This is an optimization exercise on Yosys and OpenROAD, whose aim is small area, a short achievable clock period and few clock cycles per item, not a production implementation.
Function was checked by simulation only, so behaviour that the tests miss may differ from the original.
No activity file was given, so power comes from the tool's default toggle rates.

### config.mk
export PLATFORM = sky130hd
export DESIGN_NAME = rdec
export DESIGN_NICKNAME = rdec
export VERILOG_FILES = /design/flow/design.v
export SDC_FILE = /design/flow/constraint.sdc
export NUM_CORES = 4
export LEC_CHECK = 0
export ABC_AREA = 1
export CAP_MARGIN = 20
export CORE_MARGIN = 2
export CORE_UTILIZATION = 40
export SETUP_SLACK_MARGIN = 5
export SLEW_MARGIN = 20
### constraint.sdc
create_clock -name core_clock -period 10.0 [get_ports {clk}]
set_input_delay 2.0000 -clock core_clock [delete_from_list [all_inputs] [get_ports {clk}]]
set_output_delay 2.0000 -clock core_clock [all_outputs]
set_load 0.01 [all_outputs]
### design.v
`default_nettype none
module rdec (
    input  wire        clk,
    input  wire        rst,           
    input  wire        cfg_valid,
    output wire        cfg_ready,
    input  wire [3:0]  cfg_nch,       
    input  wire [12:0] cfg_slots,     
    input  wire [15:0] cfg_order,     
    input  wire [23:0] cfg_weight,    
    input  wire [39:0] cfg_k0,        
    input  wire [23:0] cfg_map,       
    input  wire        in_valid,
    output wire        in_ready,
    input  wire [31:0] in_data,
    input  wire        in_last,       
    output wire        out_valid,
    input  wire        out_ready,
    output wire [23:0] out_value,
    output wire        out_last       
);
    integer i, j;
    reg [2:0]  nchm1;
    reg [11:0] slotsm1;
    reg [1:0]  order  [0:7];
    reg [2:0]  weight [0:7];
    reg [2:0]  mapc   [0:7];
    reg [32:0]        acc  [0:7];     
    reg [4:0]         kp   [0:7];     
    reg [7:0]         pend;           
    reg [5:0]         ncnt;           
    reg [23:0]        x1   [0:7];     
    reg [23:0]        x2   [0:7];     
    reg [26:0]        err  [0:6];     
    reg        fe_act;                
    reg        cfg_rdy;
    reg        ftag;                  
    reg [2:0]  cf;                    
    reg [11:0] tf;                    
    reg [31:0] wb [0:3];
    reg [1:0]  widx;                  
    reg [3:0]  wo;                    
    reg [4:0]  boff;                  
    reg [2:0]  nv;                    
    reg        lastin;                
    reg [1:0]  lastw;                 
    reg        in_rdy;
    reg        xv, xesc, xlast, xlp, xtag, xt0;
    reg        xspec;                 
    reg [6:0]  xs;                    
    reg [3:0]  xso;                   
    reg [1:0]  xwadv;                 
    reg [4:0]  xq, xk;
    reg [6:0]  xe;                    
    reg [3:0]  xoh;                   
    reg [3:0]  xohm1;                 
    reg [2:0]  xc, xn, xw;
    reg [1:0]  xj;
    reg        rv, rlast, rfwd;
    reg [1:0]  rj;
    reg [23:0] lx;                    
    reg [26:0] ru;
    reg [26:0] re;                    
    reg [23:0] rpt;
    reg [2:0]  rc;
    reg [4:0]  rsel;                  
    reg         a2v;
    reg  [2:0]  a2c;
    reg  [32:0] a2a;
    reg  [5:0]  a2n;
    reg  [4:0]  a2k, a2k1;
    reg        ov, olast, sv, slast;
    reg [23:0] oval, sval;
    wire adv = ~sv;                   
    assign cfg_ready = cfg_rdy;
    assign in_ready  = in_rdy;
    assign out_valid = ov;
    assign out_value = oval;
    assign out_last  = olast;
    wire [1:0]  w1 = widx + 2'd1;
    wire [3:0]  wo1 = {wo[2:0], wo[3]};
    wire [31:0] cw = ({32{wo[0]}} & wb[0]) | ({32{wo[1]}} & wb[1]) |
                     ({32{wo[2]}} & wb[2]) | ({32{wo[3]}} & wb[3]);
    wire [31:0] nw = ({32{wo1[0]}} & wb[0]) | ({32{wo1[1]}} & wb[1]) |
                     ({32{wo1[2]}} & wb[2]) | ({32{wo1[3]}} & wb[3]);
    reg  [31:0] ge;                   
    reg  [31:0] n1, n0, pr;
    always @(*) begin
        for (i = 0; i < 32; i = i + 1) begin
            ge[i] = (i >= boff);
            n1[i] = ~cw[31-i] & ge[i];    
            n0[i] = ~nw[31-i];
            pr[i] = nw[31-i] | ge[i];
        end
    end
    function [4:0] pe32(input [31:0] v);
        reg [15:0] a1; reg [15:0] i1;
        reg [7:0]  a2; reg [15:0] i2;
        reg [3:0]  a3; reg [11:0] i3;
        reg [1:0]  a4; reg [7:0]  i4;
        integer m;
        begin
            for (m = 0; m < 16; m = m + 1) begin
                a1[m] = v[2*m] | v[2*m+1];
                i1[m] = ~v[2*m];
            end
            for (m = 0; m < 8; m = m + 1) begin
                a2[m] = a1[2*m] | a1[2*m+1];
                i2[2*m +: 2] = a1[2*m] ? {1'b0, i1[2*m]} : {1'b1, i1[2*m+1]};
            end
            for (m = 0; m < 4; m = m + 1) begin
                a3[m] = a2[2*m] | a2[2*m+1];
                i3[3*m +: 3] = a2[2*m] ? {1'b0, i2[4*m +: 2]} : {1'b1, i2[4*m+2 +: 2]};
            end
            for (m = 0; m < 2; m = m + 1) begin
                a4[m] = a3[2*m] | a3[2*m+1];
                i4[4*m +: 4] = a3[2*m] ? {1'b0, i3[6*m +: 3]} : {1'b1, i3[6*m+3 +: 3]};
            end
            pe32 = a4[0] ? {1'b0, i4[3:0]} : {1'b1, i4[7:4]};
        end
    endfunction
    wire       h1    = |n1;
    wire       esc   = ~h1 & (&pr);
    wire [4:0] z1    = pe32(n1);
    wire [4:0] z0    = pe32(n0);
    wire       kbyp  = a2v && (a2c == cf);
    wire [4:0] kd    = kbyp ? a2k : kp[cf];
    wire [5:0] kd1   = kbyp ? {1'b0, a2k1} : ({1'b0, kp[cf]} + 6'd1);
    wire [5:0] s1    = {1'b0, z1} + kd1;
    wire [5:0] s0    = {1'b0, z0} + kd1;
    wire [4:0] be    = boff + 5'd27;
    wire [4:0] boffn = esc ? be : h1 ? s1[4:0] : s0[4:0];
    wire [1:0] wadvd = esc ? ((boff >= 5'd5) ? 2'd2 : 2'd1) :
                       h1  ? {1'b0, s1[5]} : (s0[5] ? 2'd2 : 2'd1);
    wire [4:0] qd    = (h1 ? z1 : z0) - boff;
    wire [1:0] wslot = widx + nv[1:0];
    wire [1:0] wnext = widx + wadvd;
    wire [6:0] eaddr = {wnext, boffn};
    wire [3:0] eoh   = (wadvd == 2'd0) ? wo :
                       (wadvd == 2'd1) ? {wo[2:0], wo[3]} : {wo[1:0], wo[3:2]};
    wire [1:0] lw1   = lastw + 2'd1;
    wire lastc  = (cf == nchm1);
    wire lastt  = (tf == slotsm1);
    wire lastcode = lastc & lastt;
    wire spec_ok = (nchm1 == 3'd0) & xv & ~lastcode;
    wire dec = fe_act & adv & (nv[2] | (nv[1] & nv[0]) | (nv[1] & (boff <= 5'd5)) | lastin) &
               (~pend[cf] | spec_ok);
    wire [1:0] ordd = order[cf];
    wire [1:0] jd   = (tf == 12'd0) ? 2'd0 :
                      (tf == 12'd1 && ordd == 2'd2) ? 2'd1 : ordd;
    wire [2:0] mapd = mapc[cf];
    wire [2:0] nd   = cf - mapd;
    wire [2:0] wd   = (mapd == 3'd0) ? 3'd0 : weight[cf];
    wire cfg_fire = cfg_valid & cfg_rdy;
    wire in_fire  = in_valid & in_rdy;
    wire [4:0] ktrue  = (a2v && a2c == xc) ? a2k : kp[xc];
    wire       squash = adv & xv & xspec & (ktrue != xk);
    wire       decv   = dec & ~squash;
    wire [1:0] wadv   = decv ? wadvd : 2'd0;
    wire [2:0] nv_pre = nv + {2'b00, in_fire};
    wire [2:0] nv_n   = (rst | (decv & lastcode)) ? 3'd0 :
                        squash ? nv_pre + {1'b0, xwadv} : nv_pre - {1'b0, wadv};
    wire [2:0] nv_px  = nv_pre + {1'b0, xwadv};
    wire       room_n = squash ? ~nv_px[2] :
                        (~adv & xv & xspec) ? ~nv_px[2] :
                        (dec & ~pend[cf]) ? (~nv_pre[2] | (wadvd != 2'd0)) : ~nv_pre[2];
    wire       fe_act_n = ~rst & (cfg_fire | (fe_act & ~(decv & lastcode)));
    wire       lastin_n = ~rst & ((~cfg_fire & lastin) | (in_fire & in_last));
    wire [31:0] pxh = ({32{xohm1[0]}} & wb[0]) | ({32{xohm1[1]}} & wb[1]) |
                      ({32{xohm1[2]}} & wb[2]) | ({32{xohm1[3]}} & wb[3]);
    wire [31:0] pxl = ({32{xoh[0]}} & wb[0]) | ({32{xoh[1]}} & wb[1]) |
                      ({32{xoh[2]}} & wb[2]) | ({32{xoh[3]}} & wb[3]);
    wire [63:0] px  = {pxh, pxl};
    wire [62:0] pxs = px[63:1] >> (~xe[4:0]);
    wire [26:0] raw = pxs[26:0];
    wire [26:0] lowmask = ~(27'h7ffffff << xk);
    wire [26:0] qk  = {22'd0, xq} << xk;
    wire [26:0] ux  = xesc ? raw : (qk | (raw & lowmask));
    wire [23:0] x1x = x1[xc];
    wire [23:0] x2x = x2[xc];
    wire [23:0] ptx = (xj == 2'd0) ? 24'd0 :
                      (xj == 2'd1) ? x1x : ((x1x << 1) - x2x);
    wire [32:0] aold = xt0 ? (33'd1 << xk) : acc[xc];    
    wire [33:0] asum = add33(aold, {6'd0, ux});
    function [33:0] add33(input [32:0] a, input [32:0] b);
        reg [32:0] g, p, p0;
        integer d, m;
        begin
            g  = a & b;
            p  = a ^ b;
            p0 = p;
            for (d = 1; d < 33; d = d * 2)
                for (m = 32; m >= d; m = m - 1) begin
                    g[m] = g[m] | (p[m] & g[m-d]);
                    p[m] = p[m] & p[m-d];
                end
            add33 = {g[32], p0 ^ {g[31:0], 1'b0}};
        end
    endfunction
    wire        half = (ncnt == 6'd63);
    wire [32:0] anew = half ? asum[33:1] : asum[32:0];
    wire [5:0]  nn   = half ? 6'd32 : ncnt + 6'd1;
    wire        awr  = xv & adv & (xtag == ftag) & ~squash;
    reg  [23:0] kc;
    reg  [32:0] hi;                   
    reg  [32:0] lo;                   
    reg  [24:0] kb;                   
    always @(*) begin
        hi = a2a;
        for (j = 1; j < 33; j = j * 2)
            for (i = 0; i < 33; i = i + 1)
                if (i + j < 33) hi[i] = hi[i] | hi[i+j];
        lo = {a2a[31:0], 1'b0};
        for (j = 1; j < 33; j = j * 2)
            for (i = 32; i >= 0; i = i - 1)
                if (i - j >= 0) lo[i] = lo[i] | lo[i-j];
        for (i = 0; i < 24; i = i + 1)
            kc[i] = ((i + 6 <= 32) ? hi[i+6] : 1'b0) |
                    ({a2a[i +: 6], lo[i]} > {a2n, 1'b0});
        kb[0] = ~kc[0];
        for (i = 1; i < 24; i = i + 1) kb[i] = kc[i-1] & ~kc[i];
        kb[24] = kc[23];
        a2k  = 5'd0;
        a2k1 = 5'd0;
        for (i = 0; i < 25; i = i + 1)
            if (kb[i]) begin
                a2k  = a2k  | i[4:0];
                a2k1 = a2k1 | (i + 1);
            end
    end
    function [61:0] csa(input [30:0] a, input [30:0] b, input [30:0] c);
        csa = {a ^ b ^ c, ((a & b) | (a & c) | (b & c)) << 1};
    endfunction
    wire [30:0] e31 = {{4{re[26]}}, re};
    wire        fw2 = rsel[4];
    wire [30:0] p2  = {5'h1f, ~rpt, 2'b11};    
    wire [30:0] ca  = ({31{rsel[4]}} & p2) |
                      ({31{rsel[0]}} & e31) |
                      ({31{rsel[1]}} & {e31[29:0], 1'b0}) |
                      ({31{rsel[2]}} & {e31[28:0], 2'b00});
    wire [30:0] cb  = {31{rsel[3]}} & e31;
    wire [26:0] rr  = {27{ru[0]}} ^ {1'b0, ru[26:1]};
    wire [30:0] r4  = {{2{rr[26]}}, rr, 2'b00};
    wire [61:0] cs1 = csa(ca, cb, r4);
    wire [30:0] esum = add31(cs1[61:31], cs1[30:0], 1'b0);
    wire [26:0] errn = esum[28:2];
    wire [30:0] p1  = ~rfwd ? {5'd0, rpt, 2'b00} :
                      (rj == 2'd2) ? {4'd0, lx, 3'b000} :
                      (rj == 2'd1) ? {5'd0, lx, 2'b00} : 31'd0;
    wire [61:0] cs2 = csa(cs1[61:31], cs1[30:0], p1);
    wire [30:0] xsum = add31(cs2[61:31], cs2[30:0], fw2);
    function [30:0] add31(input [30:0] a, input [30:0] b, input ci);
        reg [30:0] g, p, p0;
        integer d, m;
        begin
            g  = a & b;
            p  = a ^ b;
            p0 = p;
            g[0] = g[0] | (p[0] & ci);
            for (d = 1; d < 31; d = d * 2)
                for (m = 30; m >= d; m = m - 1) begin
                    g[m] = g[m] | (p[m] & g[m-d]);
                    p[m] = p[m] & p[m-d];
                end
            add31 = p0 ^ {g[29:0], ci};
        end
    endfunction
    wire [23:0] xn_  = xsum[25:2];
    wire push = rv & adv;
    wire pop  = ov & out_ready;
    wire sv_n = ~rst & (pop ? 1'b0 : (sv | (push & ov)));
    wire xv_n = adv ? decv : xv;
    wire [26:0] erd  = (xn == 3'd7) ? 27'd0 : err[xn];
    wire [26:0] ebyp = (rv && rc == xn) ? errn : erd;
    always @(posedge clk) begin
        if (push) begin
            lx     <= xn_;
            x2[rc] <= x1[rc];
            x1[rc] <= xn_;
            if (rc != 3'd7) err[rc] <= errn;
        end
        if (awr) begin
            acc[xc] <= anew;
            if (xlp) ncnt <= nn;
        end
        a2v  <= awr & ~cfg_fire;
        a2c  <= xc;
        a2a  <= anew;
        a2n  <= nn;
        if (a2v) kp[a2c] <= a2k;
        if (awr) pend[xc] <= 1'b0;
        if (decv) pend[cf] <= 1'b1;
        if (squash) pend[xc] <= 1'b0;
        if (in_rdy) wb[wslot] <= in_data;
        if (in_fire && in_last) lastw <= wslot;
        if (adv) begin
            xv    <= decv;
            xspec <= pend[cf];
            xs    <= {widx, boff};
            xso   <= wo;
            xwadv <= wadvd;
            xesc  <= esc;
            xq    <= qd;
            xk    <= kd;
            xe    <= eaddr;
            xoh   <= eoh;
            xohm1 <= {eoh[0], eoh[3:1]};
            xc    <= cf;
            xn    <= nd;
            xw    <= wd;
            xj    <= jd;
            xlast <= lastcode;
            xlp   <= lastc;
            xtag  <= ftag;
            xt0   <= (tf == 12'd0);
            rv    <= xv & ~squash;
            ru    <= ux;
            re    <= ebyp;
            rfwd  <= rv & (rc == xc);
            rpt   <= (rv && rc == xc) ? x1x : ptx;
            rj    <= xj;
            rc    <= xc;
            rsel  <= {(rv && rc == xc && xj == 2'd2), (xw == 3'd3), (xw == 3'd4),
                      (xw == 3'd2 || xw == 3'd3), (xw == 3'd1)};
            rlast <= xlast;
        end
        if (squash) begin
            widx <= xs[6:5];
            wo   <= xso;
            boff <= xs[4:0];
            tf   <= tf - 12'd1;
        end else if (dec) begin
            if (lastcode) begin
                widx <= lw1;
                wo   <= 4'b0001 << lw1;
                boff <= 5'd0;
            end else begin
                widx <= wnext;
                wo   <= eoh;
                boff <= boffn;
            end
            if (lastc) begin
                cf <= 3'd0;
                tf <= tf + 12'd1;
            end else begin
                cf <= cf + 3'd1;
            end
        end
        nv      <= nv_n;
        lastin  <= lastin_n;
        fe_act  <= fe_act_n;
        cfg_rdy <= ~fe_act_n;
        in_rdy  <= ~rst & ~(xv_n & sv_n) &
                   (fe_act_n ? (~lastin_n & room_n) : cfg_valid);
        ftag    <= ftag ^ cfg_fire;
        sv <= sv_n;
        if (pop) begin
            if (sv) begin
                oval  <= sval;
                olast <= slast;
            end else if (push) begin
                oval  <= xn_;
                olast <= rlast;
            end else begin
                ov <= 1'b0;
            end
        end else if (push) begin
            if (!ov) begin
                ov    <= 1'b1;
                oval  <= xn_;
                olast <= rlast;
            end else begin
                sval  <= xn_;
                slast <= rlast;
            end
        end
        if (cfg_rdy) begin
            nchm1   <= cfg_nch[2:0] - 3'd1;
            slotsm1 <= cfg_slots[11:0] - 12'd1;
            for (i = 0; i < 8; i = i + 1) begin
                order[i]  <= cfg_order[2*i +: 2];
                weight[i] <= cfg_weight[3*i +: 3];
                mapc[i]   <= cfg_map[3*i +: 3];
                kp[i]     <= cfg_k0[5*i +: 5];
            end
            pend  <= 8'd0;
            ncnt  <= 6'd1;
            cf    <= 3'd0;
            tf    <= 12'd0;
        end
        if (rst) begin
            widx    <= 2'd0;
            wo      <= 4'b0001;
            boff    <= 5'd0;
            xv      <= 1'b0;
            rv      <= 1'b0;
            a2v     <= 1'b0;
            ov      <= 1'b0;
            olast   <= 1'b0;
            ftag    <= 1'b0;
        end
    end
endmodule
`default_nettype wire
### run.sh
#!/bin/bash
# synth_recipe.tcl (not shown) runs the flow's synth.tcl, then flattens the netlist and writes it again
# the make line also repeats each setting of config.mk as NAME=value (left out here)
make -C /OpenROAD-flow-scripts/flow DESIGN_CONFIG=/design/flow/config.mk WORK_HOME=/design/flow/orfs CLKGATE_MAP_FILE= SYNTH_SCRIPT=/design/flow/synth_recipe.tcl finish
==> summary.md, run 1 <==
| Metric | Value |
|---|---|
| First-pass GRT wire length | 355 mm |
| Max Used Layer | met5 |
| WL/cell | 22.7 µm |
| Area delta synth->final | 18.0% |
| Largest net degree at the start of global routing | 107 |
| Post-synthesis cell type count | 73 |
| Minimum hold slack | 0.479 ns |
| Die Y | 439 µm |
| Via count | 61.2k |
| Initial antenna violation count | 6 |
| Seq/Total Area, Yosys | 54.3% |
| Root Driver | clkbuf_16 |
| Leakage | 34.1 nW |
| Minimum clock period | 5.27 ns |
| First DRT Iteration DRCs | 6597 |
| DP HPWL | 156 mm |
| Reg2reg start | xoh[0]$_DFFE_PN_ |
| Yosys top cell by area | edfxtp_1 |
| Vias per cell | 5.71 |
| TritonRoute pass-1 iters | 8 |
| Synth Net Count | 8386 |
| Ys flop type | edfxtp_1 |
| CP Class | register to register |
| Critical Path Most Common Cell | nand2_2 |
| Clock Sinks | 1406 |
| Most common cell in the netlist | nand2_1 |
| Final hold vios | 0 |
| Relative slew slack | 21.3% |
| Hold path depth | 2 |
| Outcome | finished clean |
| CP startpoint kind | register |
| Tcrit/Tclk final | 52.7% |
| CP Capture Point | acc[2][27]$_DFFE_PP_ |
| Worst slew pin tran | 1.18 ns |
| Synth area leaders | edfxtp_1, nand2_1, o21ai_0 |
| CP peak stage delay | 0.43 ns |
| R2R depth | 32 |
| Core ar. | 188000 µm² |
| Nets | 8618 |
| Top cell type's share of synthesized area | 51.4% |
| CTS Buf Count | 148 |
| H-Tree Depth | 4 |
| CP arrival | 5.77 ns |
| CP max-delay cell | edfxtp_1 |
| Overall Global Routing Usage | 24.0% |
| Flop2flop setup slack | 4.73 ns |
| Number of synthesized flops with an enable pin | 1298 |
| Met2 Routed Length | 113 mm |
| WL met3 | 18.8 mm |
| Reg-to-Reg End | acc[2][27]$_DFFE_PP_ |
| Vias in the first global route | 57.8k |
| Most frequent cells after synthesis | nand2_1, edfxtp_1, o21ai_0, nor2_1, inv_1 |
| Grt total ovfl | 0 |
| Layout cells sized above 1 | 12.4% |
| Width of the die | 439 µm |
| Max-slew violation count | 0 |
| Synth Cell Area | 75800 µm² |
| TNS Setup | 0 ns |
| Residual DRC | 0 |
| CTS tree | done |
| Final ANT Viol Nets | 0 |
| Mean post-synth cell area | 9.62 µm² |
| IO Pins | 187 |
| Crit path max fanout | 5 |
| Max_cap viols | 0 |
| IO Port Bufs | 184 |
| Die area | 193000 µm² |
| Unrepaired setup endpoints after global routing | true |
| Final setup fails | 0 |
| #FFs+latches synth | 1406 |
| Initial Util | 40.3% |
| Crit path required time | 10.50 ns |
| Max VDD drop | 0.000256 V |
| Crit. End Element | register |
| Synth warn | 4 |
| Hold WC Path Type | register to register |
| Clk_skew | 0.0542 ns |
| FMAX | 190 MHz |
| DRT Wirelength | 243 mm |
| Setup crit start | xoh[0]$_DFFE_PN_ |
| PwrDens | 294 nW/µm² |
| Final Wtd Congestion | 0.966 |
| Longest Clk Path Bufs | 3 |
| M1 WL | 101 mm |
| Asr flop ratio synth | 0% |
| Post-Synthesis Cells | 7874 |
| Clock Latency Late Sink | 0.81 ns |
| Cell row count | 159 |
| Clock transition at the registers of the reported paths | 0.06 ns |
[logic make-up (layout without fill, tap and decap cells)]
logic type	count (synthesis)	count (layout)	synth area share (%)
adder cells (fa/ha/maj)	353	353	6.40
other	0	3	0
buffers and inverters	1069	1397	5.48
flip-flops	1406	1406	54.3
AO/OA/AOI/OAI	2232	2241	17.2
XOR/XNOR	179	179	2.07
AND/OR/NAND/NOR	2592	2597	14.0
multiplexers	43	44	0.601
[metrics by stage]
stage / util, % / cell area (µm²) / std cells / worst slack (ns) / total power [mW]
after floorplan: - / 75800 / 7874 / 5.00 / 15.5
after global placement: 42.7 / 80300 / 10282 / 2.53 / 19.3
after detailed placement: 42.7 / 80300 / 10282 / 2.38 / 19.4
after CTS: 46.6 / 87500 / 10636 / 4.73 / 25.7
after global routing: 47.6 / 89400 / 10714 / 4.61 / 27.8
final: 47.6 / 89400 / 10715 / 4.73 / 26.3
[critical path, delay by kind of cell, from the launching register on]
family / cells / cell delay (ns)
and+or+nand+nor: 8 / 0.75
DFF: 1 / 0.43
buffers and inverters: 7 / 0.93
adders and majority gates: 1 / 0.27
AOI/OAI and AO/OA: 16 / 2.54
[layout by cell type (no fill, tap or decap), types with 21 or more instances in the layout]
master	instances
ha_1	284
fa_1	56
nand2_2	43
o21ai_1	86
xor2_1	86
nand2_4	21
clkbuf_1	32
buf_12	22
xnor2_1	55
a221oi_1	65
a31oi_1	59
clkbuf_16	156
clkinv_1	40
a22o_1	55
nand2_1	1400
buf_6	24
dfxtp_1	77
o21ai_0	822
nor2_2	31
nor3_1	49
nor2_4	27
buf_4	198
edfxtp_1	1298
nand4_1	33
a21oi_1	502
inv_1	608
o22ai_1	209
nand3_1	229
a221oi_2	34
nor2_1	683
clkinv_2	22
o211ai_1	76
clkdlybuf4s50_1	184
o21ai_2	55
o21bai_1	26
inv_2	35
o221ai_1	58
[worst min-delay path by stage]
stage,from,to,slack (ns)
after CTS,pend[6]$_SDFF_PP0_,pend[6]$_SDFF_PP0_,0.48
after global placement,rlast$_DFFE_PN_,slast$_DFFE_PP_,0.44
after global routing,rlast$_DFFE_PN_,slast$_DFFE_PP_,0.51
after floorplan,xc[2]$_DFFE_PN_,a2c[2]$_DFF_P_,0.36
after detailed placement,rlast$_DFFE_PN_,slast$_DFFE_PP_,0.45
final,pend[6]$_SDFF_PP0_,pend[6]$_SDFF_PP0_,0.48
[power by group]
part | internal, mW | total (mW) | switching (mW)
Combinational | 3.75 | 11.7 | 7.91
Clock | 3.08 | 5.43 | 2.35
Sequential | 8.81 | 9.24 | 0.427
[cell type report]
type | instances | area [µm²]
flip-flops and latches | 1406 | 41200
clock inverters | 74 | 793
clock buffers | 187 | 3950
repair inverters | 3 | 23.8
fillers | 17147 | 98600
multi-input cells | 5414 | 33000
inverters | 680 | 2650
diodes | 3 | 7.51
repair buffers | 453 | 4640
well taps | 2495 | 3120
[per-layer routing]
| layer | GRT usage, % | vias to the layer above |
|---|---|---|
| met5 | 0 | - |
| met4 | 9.23 | 2 |
| met3 | 4.09 | 447 |
| met2 | 39.0 | 2511 |
| met1 | 32.1 | 29718 |
| li1 | - | 28525 |
[flip-flops by register name (all words and copies together), names as in the netlist, 24 cells and up, named ones only]
register and cells:
err 189, rpt 24, acc 264, wb 128, mapc 24, kp 40, x1 192, x2 192
ru 27, re 27, oval 24, lx 24, a2a 33, weight 24, sval 24
[timing repair]
action                                  4_1_cts  5_1_grt
gates cloned                                 18       12
hold buffers                                  0        0
endpoints found under the setup margin      580      378
pin swaps                                    59       74
endpoints found under the hold margin         0        0
buffers inserted                             75       62
gates resized for setup                     374      284
Testbench counts, summed over its fixed seeds: cycles 74,283, items 72,418.
==> run 2, diff against run 1 <==
--- a/config.mk
+++ b/config.mk
@@ -8,6 +8,6 @@
 export ABC_AREA = 1
 export CAP_MARGIN = 20
 export CORE_MARGIN = 2
-export CORE_UTILIZATION = 40
+export CORE_UTILIZATION = 60
 export SETUP_SLACK_MARGIN = 5
 export SLEW_MARGIN = 20
==> run 2 against run 1 <==
Still clean on timing, DRC and antenna. Sequential share of layout area grew 0.79 points. Worst setup slack improved by 0.18 ns. First-iteration DRC count up 19%. Maximum frequency increased by 3.5%. Total power shrank 1.7%. Hold slack worse by 0.053 ns. Core utilization increased by 23 points. Non-clock buffer count shrank 27. Sequential cell count unchanged. Synthesized area unchanged. Final cell count decreased by 8.2%. Combinational power decreased by 4%. Largest power group unchanged. Highest routed layer is now met4.
==> summary.md, run 2 <==
| Metric | Value |
|---|---|
| CP Class | register to register |
| Clock Power Share | 21.1% |
| Area delta synth->final | 16.0% |
| FMAX | 196 MHz |
| TNS Setup | 0 ns |
| PwrDens | 294 nW/µm² |
| Nets | 8583 |
| Overall Global Routing Usage | 34.5% |
| WL/cell | 23.4 µm |
| Synth Cell Area | 75800 µm² |
| DP HPWL | 148 mm |
| Clock Latency Late Sink | 0.82 ns |
| Largest register by flop count | acc |
| Grt total ovfl | 0 |
| Max-slew violation count | 0 |
| Post-CTS Hold Buffers | 0 |
| Via count | 61.7k |
| Final hold vios | 0 |
| Die area | 129000 µm² |
| Relative slew slack | 22.6% |
| Post-Synthesis Cells | 7874 |
| Layout Cells excl Fill | 9840 |
| Largest net degree at the start of global routing | 142 |
| Most frequent cells after synthesis | nand2_1, edfxtp_1, o21ai_0, nor2_1, inv_1 |
| Synth warn | 4 |
| Residual DRC | 0 |
| Max_cap viols | 0 |
| #FFs+latches synth | 1406 |
| CP startpoint kind | register |
| Leakage | 33.9 nW |
| DRT Wirelength | 230 mm |
| Vias per cell | 6.27 |
| Largest register FFs | 264 |
| H-Tree Depth | 4 |
| IO Port Bufs | 184 |
| Crit path max fanout | 7 |
| Final Wtd Congestion | 0.990 |
| Top cell type's share of synthesized area | 51.4% |
| Layout cells sized above 1 | 11.6% |
| First-pass GRT wire length | 343 mm |
| Seq/Total Area, Yosys | 54.3% |
| Hold WC Path Type | register to register |
| Clock Sinks | 1406 |
| Setup crit start | xohm1[0]$_DFFE_PN_ |
| Cell row count | 130 |
| Clock transition at the registers of the reported paths | 0.06 ns |
| Synth Net Count | 8386 |
| Asr flop ratio synth | 0% |
| Int Power | 15.5 mW |
| TritonRoute pass-1 iters | 7 |
| Reg2reg start | xohm1[0]$_DFFE_PN_ |
| Number of synthesized flops with an enable pin | 1298 |
| Net Switching | 10.3 mW |
| Fillers | 9470 |
| Hold Startpoint | xlast$_DFFE_PN_ |
| Post-synthesis cell type count | 73 |
| CTS tree | done |
| Unrepaired setup endpoints after global routing | true |
| CP arrival | 5.73 ns |
| Vias in the first global route | 58.0k |
| Clk_skew | 0.0598 ns |
| Crit. End Element | register |
| Most frequent cells in the layout | nand2_1, edfxtp_1, o21ai_0, nor2_1, inv_1 |
| IO Pins | 187 |
| Sequential share of power | 35.7% |
| Crit path required time | 10.64 ns |
| Synth area leaders | edfxtp_1, nand2_1, o21ai_0 |
| Worst slew pin tran | 1.16 ns |
| Most common cell after layout, fill and taps aside | nand2_1 |
| Tcrit/Tclk final | 50.9% |
| Initial antenna violation count | 2 |
| Width of the die | 359 µm |
| Ys flop type | edfxtp_1 |
| Core ar. | 125000 µm² |
| Max VDD drop | 0.000310 V |
| Longest Clk Path Bufs | 3 |
| Most common cell in the netlist | nand2_1 |
| Die Y | 359 µm |
| Mean post-synth cell area | 9.62 µm² |
| Outcome | finished clean |
| Placed Instances | 9420 |
| Logic pwr share | 43.1% |
| Root Driver | clkbuf_16 |
| Yosys top cell by area | edfxtp_1 |
| Final setup fails | 0 |
| Sw frac | 39.9% |
| Minimum clock period | 5.09 ns |
| CTS Buf Count | 144 |
| Minimum hold slack | 0.427 ns |
| Initial Util | 60.4% |
| # diodes | 0 |
| Top flop regs | acc: 264 flops, x1: 192 flops, x2: 192 flops |
| Final ANT Viol Nets | 0 |
| First DRT Iteration DRCs | 7872 |
==> run 2: worst paths after layout <==
| kind | slack, ns | cells past startpoint | to |
|---|---|---|---|
| worst min-delay path | 0.43 | 0 | rlast$_DFFE_PN_ |
| worst max-delay path | 4.91 | 22 | acc[0][32]$_DFFE_PP_ |
| worst min register to register | 0.43 | 0 | rlast$_DFFE_PN_ |
| worst max register to register | 4.91 | 22 | acc[0][32]$_DFFE_PP_ |
==> run 2: cells by family (layout without fill, tap and decap cells) <==
kind of cell	count (synthesis)	count (layout)	share of synthesized area, %
AOI/OAI and AO/OA	2232	2236	17.2
muxes	43	44	0.601
xor gates and xnor gates	179	179	2.07
adders and majority gates	353	353	6.40
DFF	1406	1406	54.3
buffers and inverters	1069	1375	5.48
and+or+nand+nor	2592	2597	14.0
==> run 2: metrics by stage <==
step                      cell area (µm²)  setup slack, ns  utilization (%)  total power, mW
after detailed placement            79100             2.52             63.1             18.9
after global routing                87900             4.78             70.1             27.1
after floorplan                     75800             5.00                -             15.5
after CTS                           86400             4.95             68.9             25.1
final                               87900             4.91             70.1             25.9
after global placement              79100             2.64             63.1             18.7
==> run 2: worst max-delay path, stage by stage, from the launching register on <==
cell and delay, ns:
edfxtp_1 0.36, buf_4 0.15, clkinvlp_4 0.22, buf_12 0.21
buf_4 0.13, o22ai_1 0.26, a221oi_4 0.10, nand2_1 0.08
o21ai_0 0.11, mux2i_1 0.36, o21ai_0 0.17, o211ai_1 0.23
nand3_1 0.10, a21oi_1 0.54, ha_1 0.46, a21oi_1 0.26
o21a_1 0.13, a21boi_2 0.25, o21bai_4 0.15, nand2_2 0.12
xor2_2 0.21, nand2_2 0.16, o21ai_4 0.15
==> run 2: power by group through the flow <==
stage / logic [mW] / clock network (mW) / registers, mW
after floorplan: 6.42 / 0 / 9.11
after global placement: 9.37 / 0 / 9.36
after detailed placement: 9.56 / 0 / 9.37
after CTS: 10.4 / 5.50 / 9.24
after global routing: 12.1 / 5.74 / 9.27
final: 11.2 / 5.47 / 9.25
==> run 2: cell type report <==
cell class | instances | area [µm²] | area share (%)
well taps | 1650 | 2060 | 2.35
clock buffers | 192 | 3910 | 4.45
multi-input cells | 5409 | 32800 | 37.3
clock inverters | 73 | 927 | 1.05
repair buffers | 426 | 4330 | 4.93
inverters | 680 | 2650 | 3.01
flip-flops and latches | 1406 | 41200 | 46.9
repair inverters | 4 | 31.3 | 0.0356
==> run 2: timing repair <==
action / 4_1_cts / 5_1_grt
setup buffers: 92 / 41
setup endpoints to repair: 611 / 468
pin swaps: 54 / 67
gates cloned: 16 / 6
gates resized for setup: 363 / 234
==> run 2: layer usage <==
metal	track usage (%)	vias to the layer above	routed length, µm
li1	-	28439	-
met1	46.0	29663	90900
met2	56.8	3123	110000
met3	5.01	512	19200
met4	14.7	0	9950
met5	0	-	0
==> run 3, diff against run 2 <==
--- a/config.mk
+++ b/config.mk
@@ -6,8 +6,8 @@
 export NUM_CORES = 4
 export LEC_CHECK = 0
 export ABC_AREA = 1
-export CAP_MARGIN = 20
+export CAP_MARGIN = 5
 export CORE_MARGIN = 2
 export CORE_UTILIZATION = 60
 export SETUP_SLACK_MARGIN = 5
-export SLEW_MARGIN = 20
+export SLEW_MARGIN = 5
==> run 3 against run 2 <==
Still clean. Core utilization is 0.38 points higher. Maximum frequency decreased by 1.9%. Final cell count increased by 0.25%. Die area unchanged. First-iteration DRC count is 2.6% lower. Wire length grew 1.2%. Total power up 0.79%. Sequential power about the same. Global-route usage increased by 0.23 points. Final area rose by 0.54%. Critical path depth is 1 lower. Combinational power barely moved. Largest cell class unchanged. Largest power group unchanged.
==> summary.md, run 3 <==
| Metric | Value |
|---|---|
| Most frequent cells in the layout | nand2_1, edfxtp_1, o21ai_0, nor2_1, inv_1 |
| WL/cell | 23.6 µm |
| Final hold vios | 0 |
| Post-Synthesis Cells | 7874 |
| Minimum clock period | 5.19 ns |
| Grt total ovfl | 0 |
| Clk_skew | 0.0472 ns |
| Hold WC Path Type | register to register |
| IO Port Bufs | 184 |
| Cells along the critical path | buf_4, clkinvlp_4, buf_4, o22ai_1, a221oi_2, buf_4, o21ai_0, nand2_1, nand3_1, o21ai_0, o211ai_1, o221ai_1, a21oi_1, ha_1, a21oi_1, o21ai_0, o21bai_4, buf_6, xor2_4, buf_12, o21ai_4 |
| Post-CTS Hold Buffers | 0 |
| Seq/Total Area, Yosys | 54.3% |
| Tcrit/Tclk final | 51.9% |
| Crit. End Element | register |
| Max_cap viols | 0 |
| DP HPWL | 148 mm |
| Crit path required time | 10.59 ns |
| CP startpoint kind | register |
| Initial antenna violation count | 0 |
| IO Pins | 187 |
| First DRT Iteration DRCs | 7667 |
| Crit path max fanout | 7 |
| TritonRoute pass-1 iters | 8 |
| Most common cell after layout, fill and taps aside | nand2_1 |
| Initial Util | 60.4% |
| First-pass GRT wire length | 345 mm |
| Mean post-synth cell area | 9.62 µm² |
| Residual DRC | 0 |
| Final Wtd Congestion | 0.990 |
| Synth area leaders | edfxtp_1, nand2_1, o21ai_0 |
| Ys flop type | edfxtp_1 |
| Final setup fails | 0 |
| Asr flop ratio synth | 0% |
| H-Tree Depth | 4 |
| PwrDens | 295 nW/µm² |
| Total power | 26.1 mW |
| Top flop regs | acc: 264 flops, x1: 192 flops, x2: 192 flops |
| Flop2flop setup slack | 4.81 ns |
| Final ANT Viol Nets | 0 |
| CP arrival | 5.79 ns |
| CTS tree | done |
| Area delta synth->final | 16.7% |
| Overall Global Routing Usage | 34.8% |
| Largest net degree at the start of global routing | 98 |
| Number of synthesized flops with an enable pin | 1298 |
| CP Class | register to register |
| Leakage | 34.0 nW |
| Clock Latency Late Sink | 0.81 ns |
| Most common cell in the netlist | nand2_1 |
| Post-synthesis cell type count | 73 |
| Clock transition at the registers of the reported paths | 0.06 ns |
| #FFs+latches synth | 1406 |
| CP peak stage delay | 0.70 ns |
| Vias in the first global route | 58.4k |
| Relative slew slack | 8.55% |
| Cell row count | 130 |
| FMAX | 193 MHz |
| Nets | 8604 |
| Longest Clk Path Bufs | 3 |
| CP max-delay cell | a21oi_1 |
| Synth Cell Area | 75800 µm² |
| Clock Sinks | 1406 |
| Top cell type's share of synthesized area | 51.4% |
| CTS Buf Count | 144 |
| Root Driver | clkbuf_16 |
| TNS Setup | 0 ns |
| Minimum hold slack | 0.424 ns |
| Die Y | 359 µm |
| Max-slew violation count | 0 |
| Most frequent cells after synthesis | nand2_1, edfxtp_1, o21ai_0, nor2_1, inv_1 |
| Layout cells sized above 1 | 12.0% |
| Width of the die | 359 µm |
| CP Buf/Inv Count | 6 |
| Vias per cell | 6.28 |
| Yosys top cell by area | edfxtp_1 |
| Largest register by flop count | acc |
| Unrepaired setup endpoints after global routing | true |
| Crit-path leading delay family | compound AO/OA/AOI/OAI gates |
| Worst slew pin tran | 1.36 ns |
| Max VDD drop | 0.000354 V |
| Via count | 62.0k |
| Outcome | finished clean |
| DRT Wirelength | 233 mm |
| Synth Net Count | 8386 |
| Die area | 129000 µm² |
| Largest register FFs | 264 |
| Synth warn | 4 |
| # diodes | 0 |
| Core ar. | 125000 µm² |
[run 3: cell count changes in the layout (fill, tap and decap cells not counted), moves of 5 or more]
cell	previous run	this run
clkinv_1	35	41
nand2_1	1415	1406
clkbuf_8	6	12
nand2_2	34	40
o22ai_2	13	18
clkinv_2	20	15
inv_6	4	9
buf_4	180	195
o21ai_1	91	99
o21ai_4	11	22
o21ai_2	56	42
[run 3: timing repair]
action	4_1_cts	5_1_grt
gates resized for setup	357	295
cloned	16	9
buffers inserted	96	55
pin swaps	63	85
endpoints found under the setup margin	613	453
[run 3: logic make-up after synthesis]
kind of cell,after synthesis,share of synthesized area [%]
AND/OR/NAND/NOR,2592,14.0
adder cells (fa/ha/maj),353,6.40
XOR/XNOR,179,2.07
multiplexers,43,0.601
AO/OA/AOI/OAI,2232,17.2
flip-flops,1406,54.3
buffers and inverters,1069,5.48
[run 3: metal layers]
layer  track usage [%]  share of wire [%]  vias to the layer above
met5                 0                  0                        -
met4              15.8                4.9                        0
met3              5.21                8.5                      625
met2              56.8                 47                     3141
met1              46.1                 39                    29731
li1                  -                  -                    28484
[run 3: layout make-up]
cell class              instances  area (µm²)
repair buffers                445        4480
clock buffers                 194        3930
fillers                      9364       37000
inverters                     680        2660
multi-input cells            5409       33000
clock inverters                75        1030
well taps                    1650        2060
repair inverters                6        47.5
flip-flops and latches       1406       41200
[run 3: metrics by stage]
step                utilization [%]  instances  worst slack, ns  area [µm²]
global placement               63.1       9420             2.64       79100
CTS                            69.0       9801             4.77       86500
finish                         70.5       9865             4.81       88400
detailed placement             63.1       9420             2.51       79100
global route                   70.5       9865             4.71       88400
floorplan                         -       7874             5.00       75800
[run 3: final timing paths]
path / start / endpoint / cells past startpoint
max: xohm1[0]$_DFFE_PN_ / acc[3][27]$_DFFE_PP_ / 21
min: xlast$_DFFE_PN_ / rlast$_DFFE_PN_ / 0
min reg2reg: xlast$_DFFE_PN_ / rlast$_DFFE_PN_ / 0
max reg2reg: xohm1[0]$_DFFE_PN_ / acc[3][27]$_DFFE_PP_ / 21
[run 3: report_power, final]
part,internal (mW),switching [mW],leakage (nW)
Sequential,8.82,0.432,13.1
Clock,3.22,2.36,2.39
Combinational,3.64,7.62,18.5
Total,15.7,10.4,34.0

## what the ideal ports hide
Ports are ideal in the flow. The routed layouts listed here were re-timed in OpenROAD.
Step 1, drivers: a clkbuf_16 drives clk and a buf_2 each remaining input, both assumed.
Step 2 also shifts input and output timing later by t, the mid clock arrival at the registers, as if the neighbouring blocks saw the same clock.
a / b / c = ideal / step 1 / step 2; a / b = the first two.
run	t (ns)	slack for setup (ns)	clock arrival spread, ns	worst register clock-pin slew, ns	worst slew at a driven data input, ns
run 1	0.872	4.728 / 4.728 / 4.728	0.055 / 0.054	0.07 / 0.07	0.11
run 2	0.871	4.906 / 4.906 / 4.906	0.061 / 0.061	0.07 / 0.07	0.08
run 3	0.871	4.807 / 4.807 / 4.807	0.051 / 0.051	0.07 / 0.07	0.08
After both steps every run listed still meets setup and hold.
